This design comes from an exercise in tuning for small area, a short achievable clock period and few clock cycles per item on the open sky130 flow, not from production work. RTL that was checked went through simulation tests only; none was proved equivalent to the original.

==> flow/design.v <==
module fx_sha256 (
    input  wire         clk,
    input  wire         rst,      
    input  wire         start,    
    input  wire         init,     
    input  wire [511:0] block,    
    output wire         ready,    
    output reg          done,     
    output wire [255:0] digest    
);
  localparam [255:0] IV = {32'h6a09e667, 32'hbb67ae85, 32'h3c6ef372, 32'ha54ff53a,
                           32'h510e527f, 32'h9b05688c, 32'h1f83d9ab, 32'h5be0cd19};
  reg         busy;      
  reg         fin;       
  reg         initf;     
  reg  [5:0]  round;
  reg  [1:0]  ph;        
  reg  [31:0] q [0:3];   
  reg  [31:0] p [0:3];   
  reg  [31:0] w [0:15];  
  reg  [31:0] a, b, c, d, e, f, g, h;
  reg [31:0] k_t;
  always @(*) begin
    case (round)
      6'd0:  k_t = 32'h428a2f98; 6'd1:  k_t = 32'h71374491;
      6'd2:  k_t = 32'hb5c0fbcf; 6'd3:  k_t = 32'he9b5dba5;
      6'd4:  k_t = 32'h3956c25b; 6'd5:  k_t = 32'h59f111f1;
      6'd6:  k_t = 32'h923f82a4; 6'd7:  k_t = 32'hab1c5ed5;
      6'd8:  k_t = 32'hd807aa98; 6'd9:  k_t = 32'h12835b01;
      6'd10: k_t = 32'h243185be; 6'd11: k_t = 32'h550c7dc3;
      6'd12: k_t = 32'h72be5d74; 6'd13: k_t = 32'h80deb1fe;
      6'd14: k_t = 32'h9bdc06a7; 6'd15: k_t = 32'hc19bf174;
      6'd16: k_t = 32'he49b69c1; 6'd17: k_t = 32'hefbe4786;
      6'd18: k_t = 32'h0fc19dc6; 6'd19: k_t = 32'h240ca1cc;
      6'd20: k_t = 32'h2de92c6f; 6'd21: k_t = 32'h4a7484aa;
      6'd22: k_t = 32'h5cb0a9dc; 6'd23: k_t = 32'h76f988da;
      6'd24: k_t = 32'h983e5152; 6'd25: k_t = 32'ha831c66d;
      6'd26: k_t = 32'hb00327c8; 6'd27: k_t = 32'hbf597fc7;
      6'd28: k_t = 32'hc6e00bf3; 6'd29: k_t = 32'hd5a79147;
      6'd30: k_t = 32'h06ca6351; 6'd31: k_t = 32'h14292967;
      6'd32: k_t = 32'h27b70a85; 6'd33: k_t = 32'h2e1b2138;
      6'd34: k_t = 32'h4d2c6dfc; 6'd35: k_t = 32'h53380d13;
      6'd36: k_t = 32'h650a7354; 6'd37: k_t = 32'h766a0abb;
      6'd38: k_t = 32'h81c2c92e; 6'd39: k_t = 32'h92722c85;
      6'd40: k_t = 32'ha2bfe8a1; 6'd41: k_t = 32'ha81a664b;
      6'd42: k_t = 32'hc24b8b70; 6'd43: k_t = 32'hc76c51a3;
      6'd44: k_t = 32'hd192e819; 6'd45: k_t = 32'hd6990624;
      6'd46: k_t = 32'hf40e3585; 6'd47: k_t = 32'h106aa070;
      6'd48: k_t = 32'h19a4c116; 6'd49: k_t = 32'h1e376c08;
      6'd50: k_t = 32'h2748774c; 6'd51: k_t = 32'h34b0bcb5;
      6'd52: k_t = 32'h391c0cb3; 6'd53: k_t = 32'h4ed8aa4a;
      6'd54: k_t = 32'h5b9cca4f; 6'd55: k_t = 32'h682e6ff3;
      6'd56: k_t = 32'h748f82ee; 6'd57: k_t = 32'h78a5636f;
      6'd58: k_t = 32'h84c87814; 6'd59: k_t = 32'h8cc70208;
      6'd60: k_t = 32'h90befffa; 6'd61: k_t = 32'ha4506ceb;
      6'd62: k_t = 32'hbef9a3f7; default: k_t = 32'hc67178f2;
    endcase
  end
  wire [31:0] s1  = {e[5:0], e[31:6]} ^ {e[10:0], e[31:11]} ^ {e[24:0], e[31:25]};
  wire [31:0] ch  = g ^ (e & (f ^ g));
  wire [31:0] s0  = {a[1:0], a[31:2]} ^ {a[12:0], a[31:13]} ^ {a[21:0], a[31:22]};
  wire [31:0] maj = (a & b) | (c & (a | b));
  function [63:0] csa(input [31:0] x, input [31:0] y, input [31:0] z);
    csa = {x ^ y ^ z, ((x & y) | (z & (x | y))) << 1};
  endfunction
  wire [63:0] e1 = csa(d, h, w[0]);
  wire [63:0] e2 = csa(e1[63:32], e1[31:0], k_t);
  wire [63:0] e3 = csa(s1, ch, e2[63:32]);
  wire [63:0] e4 = csa(e3[63:32], e3[31:0], e2[31:0]);
  wire [31:0] e_n = e4[63:32] + e4[31:0];
  wire [63:0] a1 = csa(h, w[0], k_t);
  wire [63:0] a2 = csa(s1, ch, s0);
  wire [63:0] a3 = csa(maj, a1[63:32], a1[31:0]);
  wire [63:0] a4 = csa(a2[63:32], a2[31:0], a3[63:32]);
  wire [63:0] a5 = csa(a4[63:32], a4[31:0], a3[31:0]);
  wire [31:0] a_n = a5[63:32] + a5[31:0];
  wire [31:0] ss0   = {w[1][6:0], w[1][31:7]} ^ {w[1][17:0], w[1][31:18]} ^ (w[1] >> 3);
  wire [31:0] ss1   = {w[14][16:0], w[14][31:17]} ^ {w[14][18:0], w[14][31:19]} ^ (w[14] >> 10);
  wire [31:0] w_new = ss1 + w[9] + ss0 + w[0];
  wire        turn  = ~busy | (round >= 6'd61);
  wire        addst = busy | fin;
  reg  [31:0] iv_a, iv_e;
  always @(*) begin
    case (ph)
      2'd0: begin iv_a = IV[159:128]; iv_e = IV[31:0];   end
      2'd1: begin iv_a = IV[191:160]; iv_e = IV[63:32];  end
      2'd2: begin iv_a = IV[223:192]; iv_e = IV[95:64];  end
      default: begin iv_a = IV[255:224]; iv_e = IV[127:96]; end
    endcase
  end
  wire [31:0] fa_a = (initf ? iv_a : q[3]) + (addst ? a : 32'd0);
  wire [31:0] fa_e = (initf ? iv_e : p[3]) + (addst ? e : 32'd0);
  wire accept = start & ~busy & (ph == 2'd3);
  assign ready  = ~busy & (ph == 2'd3);
  assign digest = {q[0], q[1], q[2], q[3], p[0], p[1], p[2], p[3]};
  integer i;
  always @(posedge clk) begin
    for (i = 0; i < 15; i = i + 1)
      w[i] <= accept ? block[511 - 32*i -: 32] : w[i + 1];
    w[15] <= accept ? block[31:0] : w_new;
    if (busy)
      {a, b, c, d, e, f, g, h} <= {a_n, a, b, c, e_n, e, f, g};
    else
      {a, b, c, d, e, f, g, h} <= init ? IV : {fa_a, q[0], q[1], q[2], fa_e, p[0], p[1], p[2]};
    if (turn) begin
      q[0] <= fa_a; q[1] <= q[0]; q[2] <= q[1]; q[3] <= q[2];
      p[0] <= fa_e; p[1] <= p[0]; p[2] <= p[1]; p[3] <= p[2];
    end
    if (rst) begin
      busy  <= 1'b0;
      fin   <= 1'b0;
      done  <= 1'b0;
      initf <= 1'b0;
      round <= 6'd0;
      ph    <= 2'd3;
    end else begin
      done <= fin;
      fin  <= 1'b0;
      if (turn) ph <= ph + 2'd1;
      if (busy) begin
        round <= round + 6'd1;
        if (round == 6'd63) begin
          busy <= 1'b0;
          fin  <= 1'b1;
        end
      end else begin
        if (fin | accept) initf <= accept & init;
        round <= 6'd0;
        if (accept) busy <= 1'b1;
      end
    end
  end
endmodule
export LEC_CHECK = 0
export ABC_AREA = 1
export CAP_MARGIN = 20
export CORE_MARGIN = 2
export CORE_UTILIZATION = 40
export SETUP_SLACK_MARGIN = 5
export SLEW_MARGIN = 20
create_clock -name core_clock -period 10.0 [get_ports {clk}]
run.sh (not shown) runs the stock make flow with config.mk's settings and CLKGATE_MAP_FILE= SYNTH_SCRIPT=/design/flow/synth_recipe.tcl, a recipe that flattens the netlist after the stock synthesis.
Testbench counts at the start, summed over its fixed seeds: cycles 83,216, blocks 1,280.
Then changed:
--- a/flow/design.v
+++ b/flow/design.v
@@ -14,10 +14,8 @@
   reg         fin;       
   reg         initf;     
   reg  [5:0]  round;
-  reg  [1:0]  ph;        
-  reg  [31:0] q [0:3];   
-  reg  [31:0] p [0:3];   
-  reg  [31:0] w [0:15];  
+  reg  [31:0] hr [0:7];  
+  reg  [31:0] w  [0:15]; 
   reg  [31:0] a, b, c, d, e, f, g, h;
   reg [31:0] k_t;
   always @(*) begin
@@ -77,34 +75,33 @@
   wire [31:0] ss0   = {w[1][6:0], w[1][31:7]} ^ {w[1][17:0], w[1][31:18]} ^ (w[1] >> 3);
   wire [31:0] ss1   = {w[14][16:0], w[14][31:17]} ^ {w[14][18:0], w[14][31:19]} ^ (w[14] >> 10);
   wire [31:0] w_new = ss1 + w[9] + ss0 + w[0];
-  wire        turn  = ~busy | (round >= 6'd61);
-  wire        addst = busy | fin;
-  reg  [31:0] iv_a, iv_e;
-  always @(*) begin
-    case (ph)
-      2'd0: begin iv_a = IV[159:128]; iv_e = IV[31:0];   end
-      2'd1: begin iv_a = IV[191:160]; iv_e = IV[63:32];  end
-      2'd2: begin iv_a = IV[223:192]; iv_e = IV[95:64];  end
-      default: begin iv_a = IV[255:224]; iv_e = IV[127:96]; end
-    endcase
-  end
-  wire [31:0] fa_a = (initf ? iv_a : q[3]) + (addst ? a : 32'd0);
-  wire [31:0] fa_e = (initf ? iv_e : p[3]) + (addst ? e : 32'd0);
-  wire accept = start & ~busy & (ph == 2'd3);
-  assign ready  = ~busy & (ph == 2'd3);
-  assign digest = {q[0], q[1], q[2], q[3], p[0], p[1], p[2], p[3]};
+  wire [255:0] hbase = initf ? IV : {hr[0], hr[1], hr[2], hr[3], hr[4], hr[5], hr[6], hr[7]};
+  wire [255:0] st    = {a, b, c, d, e, f, g, h};
+  wire [255:0] hsum;
+  genvar gi;
+  generate
+    for (gi = 0; gi < 8; gi = gi + 1) begin : g_ff
+      assign hsum[255 - 32*gi -: 32] = hbase[255 - 32*gi -: 32] + st[255 - 32*gi -: 32];
+    end
+  endgenerate
+  wire accept = start & ~busy;
+  assign ready  = ~busy;
+  assign digest = {hr[0], hr[1], hr[2], hr[3], hr[4], hr[5], hr[6], hr[7]};
   integer i;
   always @(posedge clk) begin
     for (i = 0; i < 15; i = i + 1)
       w[i] <= accept ? block[511 - 32*i -: 32] : w[i + 1];
     w[15] <= accept ? block[31:0] : w_new;
-    if (busy)
+    if (busy) begin
       {a, b, c, d, e, f, g, h} <= {a_n, a, b, c, e_n, e, f, g};
-    else
-      {a, b, c, d, e, f, g, h} <= init ? IV : {fa_a, q[0], q[1], q[2], fa_e, p[0], p[1], p[2]};
-    if (turn) begin
-      q[0] <= fa_a; q[1] <= q[0]; q[2] <= q[1]; q[3] <= q[2];
-      p[0] <= fa_e; p[1] <= p[0]; p[2] <= p[1]; p[3] <= p[2];
+    end else if (accept) begin
+      {a, b, c, d, e, f, g, h} <= init ? IV : hsum;
+    end else begin
+      {a, b, c, d, e, f, g, h} <= 256'd0;
+    end
+    if (!busy) begin
+      for (i = 0; i < 8; i = i + 1)
+        hr[i] <= hsum[255 - 32*i -: 32];
     end
     if (rst) begin
       busy  <= 1'b0;
@@ -112,11 +109,9 @@
       done  <= 1'b0;
       initf <= 1'b0;
       round <= 6'd0;
-      ph    <= 2'd3;
     end else begin
       done <= fin;
       fin  <= 1'b0;
-      if (turn) ph <= ph + 2'd1;
       if (busy) begin
         round <= round + 6'd1;
         if (round == 6'd63) begin
@@ -124,7 +119,7 @@
           fin  <= 1'b1;
         end
       end else begin
-        if (fin | accept) initf <= accept & init;
+        initf <= accept & init;
         round <= 6'd0;
         if (accept) busy <= 1'b1;
       end
=> Final cell count increases by 29%; routed wire length increases by 28%; non-clock buffer count stays the same; global-route usage increases by 1.5 points; worst hold slack gains 0.053 ns; via count increases by 35%; fmax increases by about 2%; die area increases by about 23%; core utilization decreases by 1.4 points; setup slack gains 0.11 ns.
For the second run of this note, only the layout was checked, not whether the RTL still works.


Starts from the design.v that is shown in full above.
==> flow/config.mk <==
export PLATFORM = sky130hd
export DESIGN_NAME = fx_sha256
export DESIGN_NICKNAME = fx_sha256
export VERILOG_FILES = /design/flow/design.v
export SDC_FILE = /design/flow/constraint.sdc
export NUM_CORES = 4
export LEC_CHECK = 0
export CAP_MARGIN = 20
export CORE_MARGIN = 2
export CORE_UTILIZATION = 40
export SLEW_MARGIN = 20
==> flow/constraint.sdc <==
create_clock -name core_clock -period 10.0 [get_ports {clk}]
set_input_delay 2.0000 -clock core_clock [delete_from_list [all_inputs] [get_ports {clk}]]
set_output_delay 2.0000 -clock core_clock [all_outputs]
set_load 0.01 [all_outputs]
standard.sh (not shown) runs the stock make flow with config.mk's settings and CLKGATE_MAP_FILE= SYNTH_SCRIPT=/design/flow/synth_recipe.tcl, a recipe that flattens the netlist after the stock synthesis.
==> flow/flow/run.sh <==
#!/bin/bash
# Own layout flow: the standard flow (ORFS synthesis through the standard flow's synthesis
# script, floorplan, power grid, placement, CTS, routing) with three changes:
#  - synthesis skips Yosys's quick generic ABC pass before adder extraction
#    (SYNTH_ARGS=-noabc); the final ABC mapping still runs;
#  - port buffers are the smallest buffer instead of a delay cell;
#  - timing repair aims for a setup margin of 5.3 ns.
# The clock period and constraints are the design's.
set -euo pipefail
bash standard.sh "SYNTH_ARGS=-noabc" "SETUP_SLACK_MARGIN=5.3" \
  "BUFFER_PORTS_ARGS=-inputs -outputs -buffer_cell sky130_fd_sc_hd__buf_1" \
  finish > standard_make.log 2>&1
Testbench counts at the start, summed over its fixed seeds: cycles 83,216, blocks 1,280.
Next try:
--- a/flow/design.v
+++ b/flow/design.v
@@ -13,11 +13,11 @@
   reg         busy;      
   reg         fin;       
   reg         initf;     
   reg  [5:0]  round;
-  reg  [1:0]  ph;        
-  reg  [31:0] q [0:3];   
-  reg  [31:0] p [0:3];   
+  reg  [2:0]  ph;        
+  reg  [31:0] q [0:4];   
+  reg  [31:0] p [0:4];   
   reg  [31:0] w [0:15];  
   reg  [31:0] a, b, c, d, e, f, g, h;
   reg [31:0] k_t;
   always @(*) begin
@@ -76,23 +76,22 @@
   wire [31:0] a_n = a5[63:32] + a5[31:0];
   wire [31:0] ss0   = {w[1][6:0], w[1][31:7]} ^ {w[1][17:0], w[1][31:18]} ^ (w[1] >> 3);
   wire [31:0] ss1   = {w[14][16:0], w[14][31:17]} ^ {w[14][18:0], w[14][31:19]} ^ (w[14] >> 10);
   wire [31:0] w_new = ss1 + w[9] + ss0 + w[0];
-  wire        turn  = ~busy | (round >= 6'd61);
-  wire        addst = busy | fin;
+  wire        addst = fin | (busy & (round >= 6'd61));
   reg  [31:0] iv_a, iv_e;
   always @(*) begin
     case (ph)
-      2'd0: begin iv_a = IV[159:128]; iv_e = IV[31:0];   end
-      2'd1: begin iv_a = IV[191:160]; iv_e = IV[63:32];  end
-      2'd2: begin iv_a = IV[223:192]; iv_e = IV[95:64];  end
+      3'd1: begin iv_a = IV[159:128]; iv_e = IV[31:0];   end
+      3'd2: begin iv_a = IV[191:160]; iv_e = IV[63:32];  end
+      3'd3: begin iv_a = IV[223:192]; iv_e = IV[95:64];  end
       default: begin iv_a = IV[255:224]; iv_e = IV[127:96]; end
     endcase
   end
-  wire [31:0] fa_a = (initf ? iv_a : q[3]) + (addst ? a : 32'd0);
-  wire [31:0] fa_e = (initf ? iv_e : p[3]) + (addst ? e : 32'd0);
-  wire accept = start & ~busy & (ph == 2'd3);
-  assign ready  = ~busy & (ph == 2'd3);
+  wire [31:0] fa_a = (initf ? iv_a : q[4]) + (addst ? a : 32'd0);
+  wire [31:0] fa_e = (initf ? iv_e : p[4]) + (addst ? e : 32'd0);
+  wire accept = start & ~busy & (ph == 3'd4);
+  assign ready  = ~busy & (ph == 3'd4);
   assign digest = {q[0], q[1], q[2], q[3], p[0], p[1], p[2], p[3]};
   integer i;
   always @(posedge clk) begin
     for (i = 0; i < 15; i = i + 1)
@@ -101,23 +100,21 @@
     if (busy)
       {a, b, c, d, e, f, g, h} <= {a_n, a, b, c, e_n, e, f, g};
     else
       {a, b, c, d, e, f, g, h} <= init ? IV : {fa_a, q[0], q[1], q[2], fa_e, p[0], p[1], p[2]};
-    if (turn) begin
-      q[0] <= fa_a; q[1] <= q[0]; q[2] <= q[1]; q[3] <= q[2];
-      p[0] <= fa_e; p[1] <= p[0]; p[2] <= p[1]; p[3] <= p[2];
-    end
+    q[0] <= fa_a; q[1] <= q[0]; q[2] <= q[1]; q[3] <= q[2]; q[4] <= q[3];
+    p[0] <= fa_e; p[1] <= p[0]; p[2] <= p[1]; p[3] <= p[2]; p[4] <= p[3];
     if (rst) begin
       busy  <= 1'b0;
       fin   <= 1'b0;
       done  <= 1'b0;
       initf <= 1'b0;
       round <= 6'd0;
-      ph    <= 2'd3;
+      ph    <= 3'd4;
     end else begin
       done <= fin;
       fin  <= 1'b0;
-      if (turn) ph <= ph + 2'd1;
+      ph <= (ph == 3'd4) ? 3'd0 : ph + 3'd1;
       if (busy) begin
         round <= round + 6'd1;
         if (round == 6'd63) begin
           busy <= 1'b0;
Outcome: Cell area shrinks by 0.99%; first-iteration DRC count falls by 3.3%; synthesized cell count rises by 1.4%; global-route usage went down by 0.25 points; clock skew is lower by 30 ps; setup slack gets worse by 250 ps; non-clock buffer count is lower by 1.
For the second run of this note, only the layout was checked, not whether the RTL still works.

[port drivers added, routing unchanged]
No port has a modelled driver above. Below, the same layouts with a new extraction and two added sets of constraints.
Step 1 assumes that a clkbuf_16 drives the clock port and a buf_2 every other input.
Step 2 also shifts input and output timing later by t, the mid clock arrival at the registers, as if the neighbouring blocks saw the same clock.
Slacks: no drivers / after step 1 / after step 2; pairs: no drivers / after step 1.
run | t, ns | setup WS [ns] | worst hold slack (ns) | worst setup path after step 2
the first run of note 1 | 0.859 | 4.926 / 4.926 / 4.570 | 0.363 / 0.363 / 0.363 | input to register
the second run of note 1 | 0.899 | 5.031 / 5.010 / 4.348 | 0.416 / 0.416 / 0.416 | input to register
the first run of note 2 | 0.837 | 5.232 / 5.232 / 5.232 | 0.389 / 0.389 / 0.389 | register to register
the second run of note 2 | 0.841 | 4.979 / 4.979 / 4.916 | 0.347 / 0.347 / 0.347 | input to register
After both steps every run listed still meets setup and hold. The setup slack of the second run of note 1, which loses most, moves by -0.021 ns with the drivers and by -0.683 ns with both steps.
